What follows belongs to an exercise in optimizing a design on an open flow for small area, a short achievable clock period and few clock cycles per item; a production flow would make more cautious choices. In this exercise RTL edits were held to simulation tests only and were not proved equivalent to the original. Power figures rest on the tool's default switching activity, not on a simulated workload.

==> inputs of wip/harbor <==
// kx_line_packer
module kx_line_packer (
    input  wire        clk,
    input  wire        rst,
    input  wire [11:0] cfg_nozzles,    
    input  wire [3:0]  cfg_def,        
    input  wire [1:0]  cfg_op1,        
    input  wire [1:0]  cfg_op2,
    input  wire [1:0]  cfg_op3,
    input  wire        cfg_mask_en,    
    input  wire [31:0] cfg_sub,        
    input  wire [1:0]  cfg_sub_cap,
    input  wire [11:0] cfg_ovl_hi,     
    input  wire [11:0] cfg_ovl_lo,     
    input  wire        in_valid,
    output wire        in_ready,
    input  wire [3:0]  in_line,        
    input  wire [15:0] in_l0,          
    input  wire [15:0] in_l1,
    input  wire [15:0] in_l2,
    input  wire [15:0] in_l3,
    input  wire [2:0]  in_cov,         
    input  wire [7:0]  in_mask,        
    input  wire [7:0]  in_dead,        
    output reg         out_valid,
    output reg         out_last,
    output reg  [15:0] out_codes
);
Settings: LEC_CHECK=0, CAP_MARGIN=20, CORE_MARGIN=2, CORE_UTILIZATION=40, CTS_BUF_LIST=sky130_fd_sc_hd__clkbuf_8 sky130_fd_sc_hd__clkbuf_16, CTS_CLUSTER_DIAMETER=60, CTS_CLUSTER_SIZE=16, SLEW_MARGIN=20; clock period 13.0 ns.
run.sh (not shown) runs the stock make flow with config.mk's settings and CLKGATE_MAP_FILE= SYNTH_SCRIPT=/design/flow/synth_recipe.tcl, a recipe that flattens the netlist after the stock synthesis.
==> wip/fjord: changes against wip/harbor <==
--- a/flow/design.v
+++ b/flow/design.v
@@ -143,126 +143,113 @@
                 csa13[13 + k] = (x[k] & y[k]) | (x[k] & z[k]) | (y[k] & z[k]);
             end
         end
     endfunction
     reg  [11:0] r_wlo, r_whi, r_hs;
     reg  [31:0] r_subm;
-    reg  [3:0]  r_def;
-    reg  [1:0]  r_op1, r_op2, r_op3;
-    reg         r_mask_en;
     wire [13:0] hs_s = add13({1'b0, cfg_nozzles}, ~{1'b0, cfg_ovl_hi}, 1'b1);
     always @(posedge clk) begin
         r_wlo <= cfg_ovl_lo;
         r_whi <= cfg_ovl_hi;
         r_hs  <= hs_s[11:0];                        
-        r_def     <= cfg_def;
-        r_op1     <= cfg_op1;
-        r_op2     <= cfg_op2;
-        r_op3     <= cfg_op3;
-        r_mask_en <= cfg_mask_en;
         for (i = 0; i < 16; i = i + 1)
             r_subm[2*i +: 2] <= min2(cfg_sub_cap, cfg_sub[2*i +: 2]);
     end
     reg         tbl_ok;
     reg  [4:0]  eng_t;
     reg  [20:0] lo_e1, lo_e2, lo_e3, lo_e4, lo_e8;    
     reg  [20:0] hi_e1, hi_e2, hi_e3, hi_e4, hi_e8;
     reg  [20:0] hi_init;                             
-    wire        eng_run  = ~tbl_ok & (in_valid | (eng_t != 5'd0));
+    wire        eng_run  = ~tbl_ok & in_valid;
     wire [4:0]  eng_tn   = (eng_t == 5'd19) ? 5'd0 : eng_t + 5'd1;
     wire [3:0]  eng_nn   = eng_tn[3:0] - 4'd10;      
     wire [3:0]  hi_init_o = 4'd8 - {1'b0, r_hs[2:0]};
-    reg         eng_isdv, eng_d0, eng_clr, eng_iswk, eng_c2, eng_c3, eng_c4,
-                eng_icap, eng_last;
-    wire        eng_done = ~tbl_ok & eng_last;
-    function [20:0] div_step(input d0, input [20:0] e1, input [11:0] wm1);
-        reg [12:0] x;
-        reg [13:0] sd;
+    reg         eng_isdv, eng_d0, eng_iswk, eng_n1, eng_le4, eng_ge4, eng_icap, eng_last;
+    wire        eng_div  = eng_run & eng_isdv;
+    wire        eng_walk = eng_run & eng_iswk;
+    wire        eng_done = eng_run & eng_last;
+    function [20:0] eng_step(input div, input d0, input [20:0] e1,
+                             input [12:0] e1m, input [20:0] wop, input [11:0] wm1);
+        reg [12:0] x, y, z;
+        reg [13:0] s, sd;
+        reg [13:0] as, as0, as1;
         begin
-            x  = {(d0 ? 12'd0 : e1[11:0]), d0};
-            sd = add13(x, ~{1'b0, wm1}, 1'b0);        
-            div_step = {(d0 ? 8'd0 : e1[19:12]), ~sd[12], sd[12] ? x[11:0] : sd[11:0]};
-        end
-    endfunction
-    function [20:0] walk_step(input [20:0] e, input [20:0] e1, input [12:0] e1m);
-        reg [13:0] s, sd, as0, as1, as;
-        begin
-            s   = add13({1'b0, e[11:0]}, {1'b0, e1[11:0]}, 1'b0);
-            sd  = add13({1'b0, e[11:0]}, e1m, 1'b0);
-            as0 = add13({4'd0, e[20:12]}, {4'd0, e1[20:12]}, 1'b0);
-            as1 = add13({4'd0, e[20:12]}, {4'd0, e1[20:12]}, 1'b1);
+            x  = div ? {(d0 ? 12'd0 : e1[11:0]), d0} : {1'b0, wop[11:0]};
+            y  = div ? 13'd0 : {1'b0, e1[11:0]};
+            z  = div ? ~{1'b0, wm1} : e1m;
+            s  = add13(x, y, 1'b0);
+            sd = add13(x, z, 1'b0);
+            as0 = add13({4'd0, wop[20:12]}, {4'd0, e1[20:12]}, 1'b0);
+            as1 = add13({4'd0, wop[20:12]}, {4'd0, e1[20:12]}, 1'b1);
             as  = sd[12] ? as0 : as1;
-            walk_step[11:0]  = sd[12] ? s[11:0] : sd[11:0];
-            walk_step[20:12] = as[9] ? 9'h1ff : as[8:0];
+            eng_step[11:0] = sd[12] ? s[11:0] : sd[11:0];
+            if (div)
+                eng_step[20:12] = {(d0 ? 8'd0 : e1[19:12]), ~sd[12]};
+            else
+                eng_step[20:12] = as[9] ? 9'h1ff : as[8:0];
         end
     endfunction
     reg  [12:0] lo_e1m, hi_e1m;
-    wire [20:0] lo_dnx = div_step(eng_d0, lo_e1, r_wlo);
-    wire [20:0] hi_dnx = div_step(eng_d0, hi_e1, r_whi);
-    wire [20:0] lo_wnx = walk_step(lo_e8, lo_e1, lo_e1m);
-    wire [20:0] hi_wnx = walk_step(hi_e8, hi_e1, hi_e1m);
+    wire [20:0] lo_wop = eng_n1 ? 21'd0 : eng_le4 ? lo_e4 : lo_e8;
+    wire [20:0] hi_wop = eng_n1 ? 21'd0 : eng_le4 ? hi_e4 : hi_e8;
+    wire [20:0] lo_enx = eng_step(eng_isdv, eng_d0, lo_e1, lo_e1m, lo_wop, r_wlo);
+    wire [20:0] hi_enx = eng_step(eng_isdv, eng_d0, hi_e1, hi_e1m, hi_wop, r_whi);
     wire [13:0] lo_e1m_s = add13({1'b0, lo_e1[11:0]}, ~{1'b0, r_wlo}, 1'b0);
     wire [13:0] hi_e1m_s = add13({1'b0, hi_e1[11:0]}, ~{1'b0, r_whi}, 1'b0);
     wire line_idle;
     always @(posedge clk) begin
         if (rst) begin
             tbl_ok   <= 1'b0;
             eng_t    <= 5'd0;
             eng_isdv <= 1'b0;
             eng_d0   <= 1'b0;
-            eng_clr  <= 1'b0;
             eng_iswk <= 1'b0;
-            eng_c2   <= 1'b0;
-            eng_c3   <= 1'b0;
-            eng_c4   <= 1'b0;
+            eng_n1   <= 1'b0;
+            eng_le4  <= 1'b0;
+            eng_ge4  <= 1'b0;
             eng_icap <= 1'b0;
             eng_last <= 1'b0;
         end else begin
             if (eng_run) begin
                 eng_t    <= eng_tn;
                 eng_isdv <= (eng_tn >= 5'd1) & (eng_tn <= 5'd9);
                 eng_d0   <= (eng_tn == 5'd1);
-                eng_clr  <= (eng_tn == 5'd10);
                 eng_iswk <= (eng_tn >= 5'd11) & (eng_tn <= 5'd18);
-                eng_c2   <= (eng_tn == 5'd12);
-                eng_c3   <= (eng_tn == 5'd13);
-                eng_c4   <= (eng_tn == 5'd14);
+                eng_n1   <= (eng_tn == 5'd11);
+                eng_le4  <= (eng_tn <= 5'd14);
+                eng_ge4  <= (eng_tn >= 5'd14);
                 eng_icap <= (eng_tn >= 5'd11) & (eng_tn <= 5'd18) & (eng_nn == hi_init_o);
                 eng_last <= (eng_tn == 5'd19);
             end
             if (eng_done)
                 tbl_ok <= 1'b1;
             else if (line_idle)
                 tbl_ok <= 1'b0;
         end
     end
     always @(posedge clk) begin
-        if (eng_isdv) begin
-            lo_e1 <= lo_dnx;
-            hi_e1 <= hi_dnx;
+        if (eng_div) begin
+            lo_e1 <= lo_enx;
+            hi_e1 <= hi_enx;
         end
         lo_e1m <= lo_e1m_s[12:0];
         hi_e1m <= hi_e1m_s[12:0];
-        if (eng_clr | eng_iswk) begin
-            lo_e8 <= lo_wnx & {21{~eng_clr}};
-            hi_e8 <= hi_wnx & {21{~eng_clr}};
-        end
-        if (eng_c2) begin
-            lo_e2 <= lo_wnx;
-            hi_e2 <= hi_wnx;
-        end
-        if (eng_c3) begin
-            lo_e3 <= lo_wnx;
-            hi_e3 <= hi_wnx;
-        end
-        if (eng_c4) begin
-            lo_e4 <= lo_wnx;
-            hi_e4 <= hi_wnx;
+        if (eng_walk && eng_le4) begin
+            lo_e4 <= lo_enx;
+            lo_e3 <= lo_e4;
+            lo_e2 <= lo_e3;
+            hi_e4 <= hi_enx;
+            hi_e3 <= hi_e4;
+            hi_e2 <= hi_e3;
+        end
+        if (eng_walk && eng_ge4) begin
+            lo_e8 <= lo_enx;
+            hi_e8 <= hi_enx;
         end
-        if (eng_icap)
-            hi_init <= hi_wnx;
+        if (eng_walk && eng_icap)
+            hi_init <= hi_enx;
     end
     assign in_ready = tbl_ok;
     wire in_fire = in_valid & tbl_ok;
     reg  [8:0] apos;          
     wire [13:0] apos_s  = radd13({4'd0, apos}, 13'd0, 1'b1);
     wire [8:0]  apos_inc = apos_s[8:0];
@@ -274,17 +261,17 @@
             apos <= f_last ? 9'd0 : apos_inc;
     end
     reg  [15:0] s0_code;
     always @(*) begin : stage0
         reg [1:0] v;
         for (i = 0; i < LANES; i = i + 1) begin
-            v = r_def[0] ? in_l0[2*i +: 2] : 2'b00;
-            v = apply_layer(v, in_l1[2*i +: 2], r_op1, r_def[1] & in_cov[0]);
-            v = apply_layer(v, in_l2[2*i +: 2], r_op2, r_def[2] & in_cov[1]);
-            v = apply_layer(v, in_l3[2*i +: 2], r_op3, r_def[3] & in_cov[2]);
-            if (r_mask_en && !in_mask[i])
+            v = cfg_def[0] ? in_l0[2*i +: 2] : 2'b00;
+            v = apply_layer(v, in_l1[2*i +: 2], cfg_op1, cfg_def[1] & in_cov[0]);
+            v = apply_layer(v, in_l2[2*i +: 2], cfg_op2, cfg_def[2] & in_cov[1]);
+            v = apply_layer(v, in_l3[2*i +: 2], cfg_op3, cfg_def[3] & in_cov[2]);
+            if (cfg_mask_en && !in_mask[i])
                 v = 2'b00;
             s0_code[2*i +: 2] = v;
         end
     end
     reg  [7:0]  lo_t;
     reg  [11:0] lo_rn;
==> flow/config.mk (replaced) <==
export PLATFORM = sky130hd
export DESIGN_NAME = kx_line_packer
export DESIGN_NICKNAME = kx_line_packer
export VERILOG_FILES = /design/flow/design.v
export SDC_FILE = /design/flow/constraint.sdc
export NUM_CORES = 4
export LEC_CHECK = 0
export CAP_MARGIN = 20
export CORE_MARGIN = 2
export CORE_UTILIZATION = 40
export CTS_CLUSTER_DIAMETER = 40
export CTS_CLUSTER_SIZE = 8
export SLEW_MARGIN = 20
==> comparison table <==
metric                                                        wip/harbor          wip/fjord
Number of inserted filler cells in the final layout                10200               9978
Initial Utilization                                                0.404              0.404
Number of library cell types mapped by synthesis                      82                 77
Slowest stage delay, CP                                           670 ps             600 ps
Main power-consuming group                           combinational cells  the clock network
Power per standard cell area                                 207 nW/um^2        134 nW/um^2
Power in sequential cells                                        3130 uW            2270 uW
Routed length on met3                                            7430 um            6960 um
Non-clock inverter total of the final layout                         608                612
Largest clock skew in the final design                           51.8 ps            39.7 ps
Nets@finish                                                         5479               5403
Run status                                                finished clean     finished clean
Cell count after synthesis                                          4349               4317
Post-synthesis simple-gate area fraction                           0.100             0.0970
Cell-internal power                                              6120 uW            4660 uW
Minimum setup slack in the final design                          7260 ps            7680 ps
Synth-to-Final Area Change                                         14.6%              16.7%
Total cell area at the placement stage                       47600 sq um        46900 sq um
Number of synthesized flops with an enable pin                       323                325
Clock network fraction of design power                             0.216              0.410
R2r setup slk                                                    7260 ps            7680 ps
CTS sink count                                                       563                553
GR Util met3                                                      0.0302             0.0327
Combinational share of power                                       0.484              0.253
Testbench counts of wip/harbor, summed over its fixed seeds: cycles 25,312, beats 24,576.
Testbench counts of wip/fjord, summed over its fixed seeds: cycles 25,312, beats 24,576.

-- afterwards: timing with drivers on the ports --
Ports are ideal in the flow. The routed layouts listed here were re-timed in OpenROAD. Step 1, drivers: a clkbuf_16 drives clk and a buf_2 each remaining input, both assumed. Step 2, shift: input delay + t, output delay - t, t = (earliest + latest rising clock arrival at the registers) / 2. This alone moves slack from input paths to output paths. Three values: no drivers, after step 1, after step 2; two values: the first two.
| run | shift t [ns] | setup WS [ns] | hold slack, ns | worst setup path at the end | worst slew at a driven data input, ns |
|---|---|---|---|---|---|
| wip/harbor | 0.690 | 7.262 / 7.262 / 6.907 | 0.371 / 0.371 / 0.371 | input to register | 0.11 |
| wip/fjord | 0.729 | 7.680 / 7.680 / 7.099 | 0.395 / 0.395 / 0.395 | input to register | 0.10 |
After both steps setup and hold are still met in every run listed. The setup slack of wip/fjord, which loses most, moves by 0.000 ns with the drivers and by -0.581 ns with both steps.
